What follows belongs to an exercise in optimizing a design on an open flow for small area, a short achievable clock period and few clock cycles per item; a production flow would make more cautious choices.
Only simulation tests tie the RTL to the original design; equivalence was not proved.
Power is estimated from default activity; no workload was simulated.

==> flow/design.v (excerpt) <==
module cws_bitenc (
    input  wire        clk,
    input  wire        rst,
    input  wire        cmd_valid,
    output wire        cmd_ready,
    input  wire [1:0]  cmd_hdr,
    input  wire [1:0]  cmd_crc,
    input  wire        cmd_fec,
    input  wire [12:0] cmd_len,
    input  wire [15:0] cmd_bseq,
    input  wire [31:0] cmd_user,
    input  wire        in_valid,
    output wire        in_ready,
    input  wire [7:0]  in_data,
    output wire        out_valid,
    input  wire        out_ready,
    output wire [15:0] out_data,
    output wire [4:0]  out_nbits,
    output wire        out_last
);
Size: roughly 820 cells after synthesis, about 170 flip-flops, roughly 100 I/O pins.
==> flow/config.mk <==
export PLATFORM = sky130hd
export DESIGN_NAME = cws_bitenc
export DESIGN_NICKNAME = cws_bitenc
export VERILOG_FILES = /design/flow/design.v
export SDC_FILE = /design/flow/constraint.sdc
export NUM_CORES = 4
export LEC_CHECK = 0
export CAP_MARGIN = 20
export CORE_MARGIN = 2
export CORE_UTILIZATION = 40
export CTS_BUF_LIST = sky130_fd_sc_hd__clkbuf_8
export PLACE_DENSITY = 0.6
export SETUP_SLACK_MARGIN = 2.6
export SLEW_MARGIN = 20
==> flow/constraint.sdc <==
create_clock -name core_clock -period 5.0 [get_ports {clk}]
set_input_delay 1.0000 -clock core_clock [delete_from_list [all_inputs] [get_ports {clk}]]
set_output_delay 1.0000 -clock core_clock [all_outputs]
set_load 0.01 [all_outputs]
standard.sh (not shown) runs the stock make flow with config.mk's settings and CLKGATE_MAP_FILE= SYNTH_SCRIPT=/design/flow/synth_recipe.tcl, a recipe that flattens the netlist after the stock synthesis.
==> flow/flow/run.sh <==
#!/bin/bash
# The standard layout, with plain buffers (buf_1) on the ports instead of
# the delay-cell buffers that buffer_ports picks by default. Every port
# still gets its own buffer.
set -euo pipefail
bash standard.sh finish "BUFFER_PORTS_ARGS=-buffer_cell sky130_fd_sc_hd__buf_1" > flow_make.log 2>&1
The first run completed without violations.
Testbench counts at the start, summed over its fixed seeds: cycles 90,573, items 1,077,244.
Next try:
CTS_BUF_LIST = sky130_fd_sc_hd__clkbuf_4 sky130_fd_sc_hd__clkbuf_8   (was sky130_fd_sc_hd__clkbuf_8)
SETUP_SLACK_MARGIN = 2.8   (was 2.6)
Outcome:
- routed wire length rises by about 3.7%
- final area came out higher by about 2.3%
- maximum frequency increases by about 8%
- synthesized area does not change
- hold slack stays flat
- utilization went up by 1.0 points
- die area does not change
- worst setup slack is better by 0.17 ns
- global-route usage increases by 0.65 points
- sequential power is about the same

* * *

The RTL this note starts from:
==> flow/design.v <==
module cws_bitenc (
    input  wire        clk,
    input  wire        rst,
    input  wire        cmd_valid,
    output wire        cmd_ready,
    input  wire [1:0]  cmd_hdr,
    input  wire [1:0]  cmd_crc,
    input  wire        cmd_fec,
    input  wire [12:0] cmd_len,
    input  wire [15:0] cmd_bseq,
    input  wire [31:0] cmd_user,
    input  wire        in_valid,
    output wire        in_ready,
    input  wire [7:0]  in_data,
    output wire        out_valid,
    input  wire        out_ready,
    output wire [15:0] out_data,
    output wire [4:0]  out_nbits,
    output wire        out_last
);
    reg        ph_idle, ph_h0, ph_h, ph_pay, ph_crc, ph_tail, ph_empty;
    reg        hlong, has_pay, ck16, ck32, fec;
    reg  [4:0] h0b;            
    reg [55:0] hsr;            
    reg  [2:0] cnt;            
    reg [31:0] crc;            
    reg  [5:0] enc;            
    reg [12:0] in_left;        
    reg        in_ready_r;
    reg        q0_v, q1_v, q0_l, q1_l;
    reg  [7:0] q0_d, q1_d;
    reg [15:0] pk;             
    reg        pk_full, pk_half, pk_last;
    reg  [2:0] pk_nb;          
    reg [15:0] od;
    reg        ov, ol;
    reg  [2:0] onb;
    wire [7:0] ab = ({3'b000, h0b}            & {8{ph_h0}})
                  | (hsr[55:48]               & {8{ph_h}})
                  | (q0_d                     & {8{ph_pay}})
                  | ((crc[31:24] ^ {8{ck32}}) & {8{ph_crc}});
    wire go = !pk_full && (ph_h0 || ph_h || ph_crc || ph_tail || ph_empty ||
                           (ph_pay && q0_v));
    wire nocrc = !ck16 && !ck32;
    wire h_end = ph_h && (hlong ? (cnt == 3'd7) : (cnt == 3'd3));
    wire p_end = ph_pay && q0_l;
    wire c_end = ph_crc && (ck32 ? (cnt == 3'd3) : (cnt == 3'd1));
    wire to_pay  = h_end && has_pay;
    wire to_crc  = (h_end && !has_pay && !nocrc) || (p_end && !nocrc);
    wire to_tail = ((h_end && !has_pay && nocrc) || (p_end && nocrc) || c_end) && fec;
    wire is_last = ph_tail || ph_empty ||
                   (((h_end && !has_pay && nocrc) || (p_end && nocrc) || c_end) && !fec);
    function [15:0] crc16_byte(input [15:0] c, input [7:0] b);
        integer i;
        reg [15:0] r;
        begin
            r = c;
            for (i = 7; i >= 0; i = i - 1)
                r = {r[14:0], 1'b0} ^ ((r[15] ^ b[i]) ? 16'h1021 : 16'h0000);
            crc16_byte = r;
        end
    endfunction
    function [31:0] crc32_byte(input [31:0] c, input [7:0] b);
        integer i;
        reg [31:0] r;
        begin
            r = c;
            for (i = 0; i < 8; i = i + 1)
                r = {1'b0, r[31:1]} ^ ((r[0] ^ b[i]) ? 32'hEDB8_8320 : 32'h0000_0000);
            crc32_byte = r;
        end
    endfunction
    wire [31:0] c32n = crc32_byte(crc, ab);
    wire [15:0] c16n = crc16_byte(crc[31:16], ab);
    wire [31:0] crc_upd = {ck32 ? c32n[31:16] : c16n, c32n[15:0]};
    reg [15:0] fw;
    reg  [5:0] enc_n;
    always @* begin : conv
        integer i;
        reg [6:0] w;
        reg [5:0] s;
        s = enc;
        for (i = 0; i < 8; i = i + 1) begin
            w = {ab[7 - i], s};
            fw[2 * i]     = ^(w & 7'o171);
            fw[2 * i + 1] = ^(w & 7'o133);
            s = w[6:1];
        end
        enc_n = s;
    end
    wire [7:0] rb = {ab[0], ab[1], ab[2], ab[3], ab[4], ab[5], ab[6], ab[7]};
    wire        complete = fec || ph_tail || ph_empty || pk_half || is_last;
    wire [15:0] cb = fec     ? {fw[15:12] & {4{!ph_tail}}, fw[11:0]} :
                     pk_half ? {rb, pk[7:0]} : {8'h00, rb};
    wire [2:0]  cb_nb = fec     ? (ph_tail ? 3'b011 : 3'b100) :
                        pk_half ? 3'b100 :
                        ph_empty ? 3'b000 : 3'b010;
    wire out_free = !ov || out_ready;
    wire pop    = go && ph_pay;
    wire push   = in_valid && in_ready_r;
    wire keep0  = q0_v && !pop;
    wire accept = ph_idle && cmd_valid;
    wire q_last = (in_left == 13'd1);
    wire q1_v_n = keep0 ? (q1_v || push) : (q1_v && push);
    wire left_nz_n = accept ? (cmd_len != 13'd0) :
                     ph_idle ? 1'b0 :
                     push ? !q_last : (in_left != 13'd0);
    assign cmd_ready = ph_idle;
    assign in_ready  = in_ready_r;
    assign out_valid = ov;
    assign out_data  = od;
    assign out_nbits = {onb, 2'b00};
    assign out_last  = ol;
    always @(posedge clk) begin
        if (ph_idle) begin
            hlong   <= (cmd_hdr == 2'd2);
            has_pay <= (cmd_len != 13'd0);
            ck16    <= (cmd_crc == 2'd1);
            ck32    <= (cmd_crc == 2'd2);
            fec     <= cmd_fec;
            h0b     <= cmd_len[12:8];
            hsr     <= {cmd_len[7:0], cmd_bseq, cmd_user};
            in_left <= cmd_len;
            crc     <= 32'hFFFF_FFFF;
            enc     <= 6'd0;
            cnt     <= 3'd0;
        end else begin
            if (push)
                in_left <= in_left - 13'd1;
            if (go) begin
                cnt <= (to_crc ? 3'd0 : cnt + 3'd1);
                if (ph_h)
                    hsr <= {hsr[47:0], 8'd0};
                if (ph_h0 || ph_h || ph_pay)
                    crc <= crc_upd;
                if (ph_crc)
                    crc <= {crc[23:0], 8'd0};
                enc <= enc_n;
            end
        end
        if (rst) begin
            ph_idle  <= 1'b1;
            ph_h0    <= 1'b0;
            ph_h     <= 1'b0;
            ph_pay   <= 1'b0;
            ph_crc   <= 1'b0;
            ph_tail  <= 1'b0;
            ph_empty <= 1'b0;
        end else if (accept) begin
            ph_idle  <= 1'b0;
            ph_h0    <= (cmd_hdr != 2'd0);
            ph_pay   <= (cmd_hdr == 2'd0) && (cmd_len != 13'd0);
            ph_crc   <= (cmd_hdr == 2'd0) && (cmd_len == 13'd0) && (cmd_crc != 2'd0);
            ph_tail  <= (cmd_hdr == 2'd0) && (cmd_len == 13'd0) && (cmd_crc == 2'd0) && cmd_fec;
            ph_empty <= (cmd_hdr == 2'd0) && (cmd_len == 13'd0) && (cmd_crc == 2'd0) && !cmd_fec;
        end else if (go) begin
            ph_idle  <= is_last;
            ph_h0    <= 1'b0;
            ph_h     <= ph_h0 || (ph_h && !h_end);
            ph_pay   <= to_pay || (ph_pay && !p_end);
            ph_crc   <= to_crc || (ph_crc && !c_end);
            ph_tail  <= to_tail;
            ph_empty <= 1'b0;
        end
        if (!keep0) begin
            q0_d <= q1_v ? q1_d : in_data;
            q0_l <= q1_v ? q1_l : q_last;
        end
        if (!(keep0 && q1_v)) begin
            q1_d <= in_data;
            q1_l <= q_last;
        end
        if (rst) begin
            q0_v       <= 1'b0;
            q1_v       <= 1'b0;
            in_ready_r <= 1'b0;
        end else begin
            q0_v       <= keep0 || q1_v || push;
            q1_v       <= q1_v_n;
            in_ready_r <= left_nz_n && !q1_v_n;
        end
        if (go) begin
            pk      <= cb;
            pk_nb   <= cb_nb;
            pk_last <= is_last;
        end
        if (rst) begin
            pk_full <= 1'b0;
            pk_half <= 1'b0;
        end else begin
            if (go)
                pk_half <= !complete;
            if (go && complete && !out_free)
                pk_full <= 1'b1;
            else if (out_free)
                pk_full <= 1'b0;
        end
        if (out_free) begin
            od  <= pk_full ? pk      : cb;
            onb <= pk_full ? pk_nb   : cb_nb;
            ol  <= pk_full ? pk_last : is_last;
        end
        if (rst)
            ov <= 1'b0;
        else if (out_free)
            ov <= pk_full || (go && complete);
    end
endmodule
==> flow/config.mk <==
export PLATFORM = sky130hd
export DESIGN_NAME = cws_bitenc
export DESIGN_NICKNAME = cws_bitenc
export VERILOG_FILES = /design/flow/design.v
export SDC_FILE = /design/flow/constraint.sdc
export NUM_CORES = 4
export LEC_CHECK = 0
export CAP_MARGIN = 20
export CORE_MARGIN = 2
export CORE_UTILIZATION = 40
export PLACE_DENSITY = 0.6
export SETUP_SLACK_MARGIN = 3.2
export SLEW_MARGIN = 20
==> flow/constraint.sdc <==
create_clock -name core_clock -period 5.0 [get_ports {clk}]
set_input_delay 1.0000 -clock core_clock [delete_from_list [all_inputs] [get_ports {clk}]]
set_output_delay 1.0000 -clock core_clock [all_outputs]
set_load 0.01 [all_outputs]
run.sh (not shown) runs the stock make flow with config.mk's settings and CLKGATE_MAP_FILE= SYNTH_SCRIPT=/design/flow/synth_recipe.tcl, a recipe that flattens the netlist after the stock synthesis.
Stock flow here: none of the scripts above is used.
Testbench counts at the start, summed over its fixed seeds: cycles 90,288, items 1,077,244.
Then changed:
--- a/flow/config.mk
+++ b/flow/config.mk
@@ -11,3 +11,2 @@
 export PLACE_DENSITY = 0.6
-export SETUP_SLACK_MARGIN = 3.2
 export SLEW_MARGIN = 20
The new run produced a clean layout; final cell count goes down by about 8%; maximum frequency fell by 25%; first-iteration DRC count drops by about 30%; via count falls by about 10%; critical path depth decreases by 1; synthesized cell count stays the same; count of clock-buffer cells in the layout increases by 1.

port drivers added, routing unchanged:
The results above use ideal ports. As a check the final layouts listed here were re-extracted and re-timed, cells and wires unchanged.
Step 1 assumes that a clkbuf_16 drives the clock port and a buf_2 every other input.
Step 2, shift: input delay + t, output delay - t, t = (earliest + latest rising clock arrival at the registers) / 2. This alone moves slack from input paths to output paths.
a / b / c = ideal / step 1 / step 2; a / b = the first two.
run	shift t [ns]	setup slack, ns	worst slew at a driven data input, ns
the first run of note 1	0.502	2.696 / 2.700 / 2.213	0.05
the second run of note 1	0.508	2.867 / 2.838 / 2.380	0.05
the first run of note 2	0.497	2.413 / 2.413 / 2.413	0.05
the second run of note 2	0.477	1.540 / 1.540 / 1.540	0.05
After both steps every run listed still meets setup and hold. For the second run of note 1, which loses most, drivers alone change the setup slack by -0.029 ns; drivers and shift together by -0.487 ns.
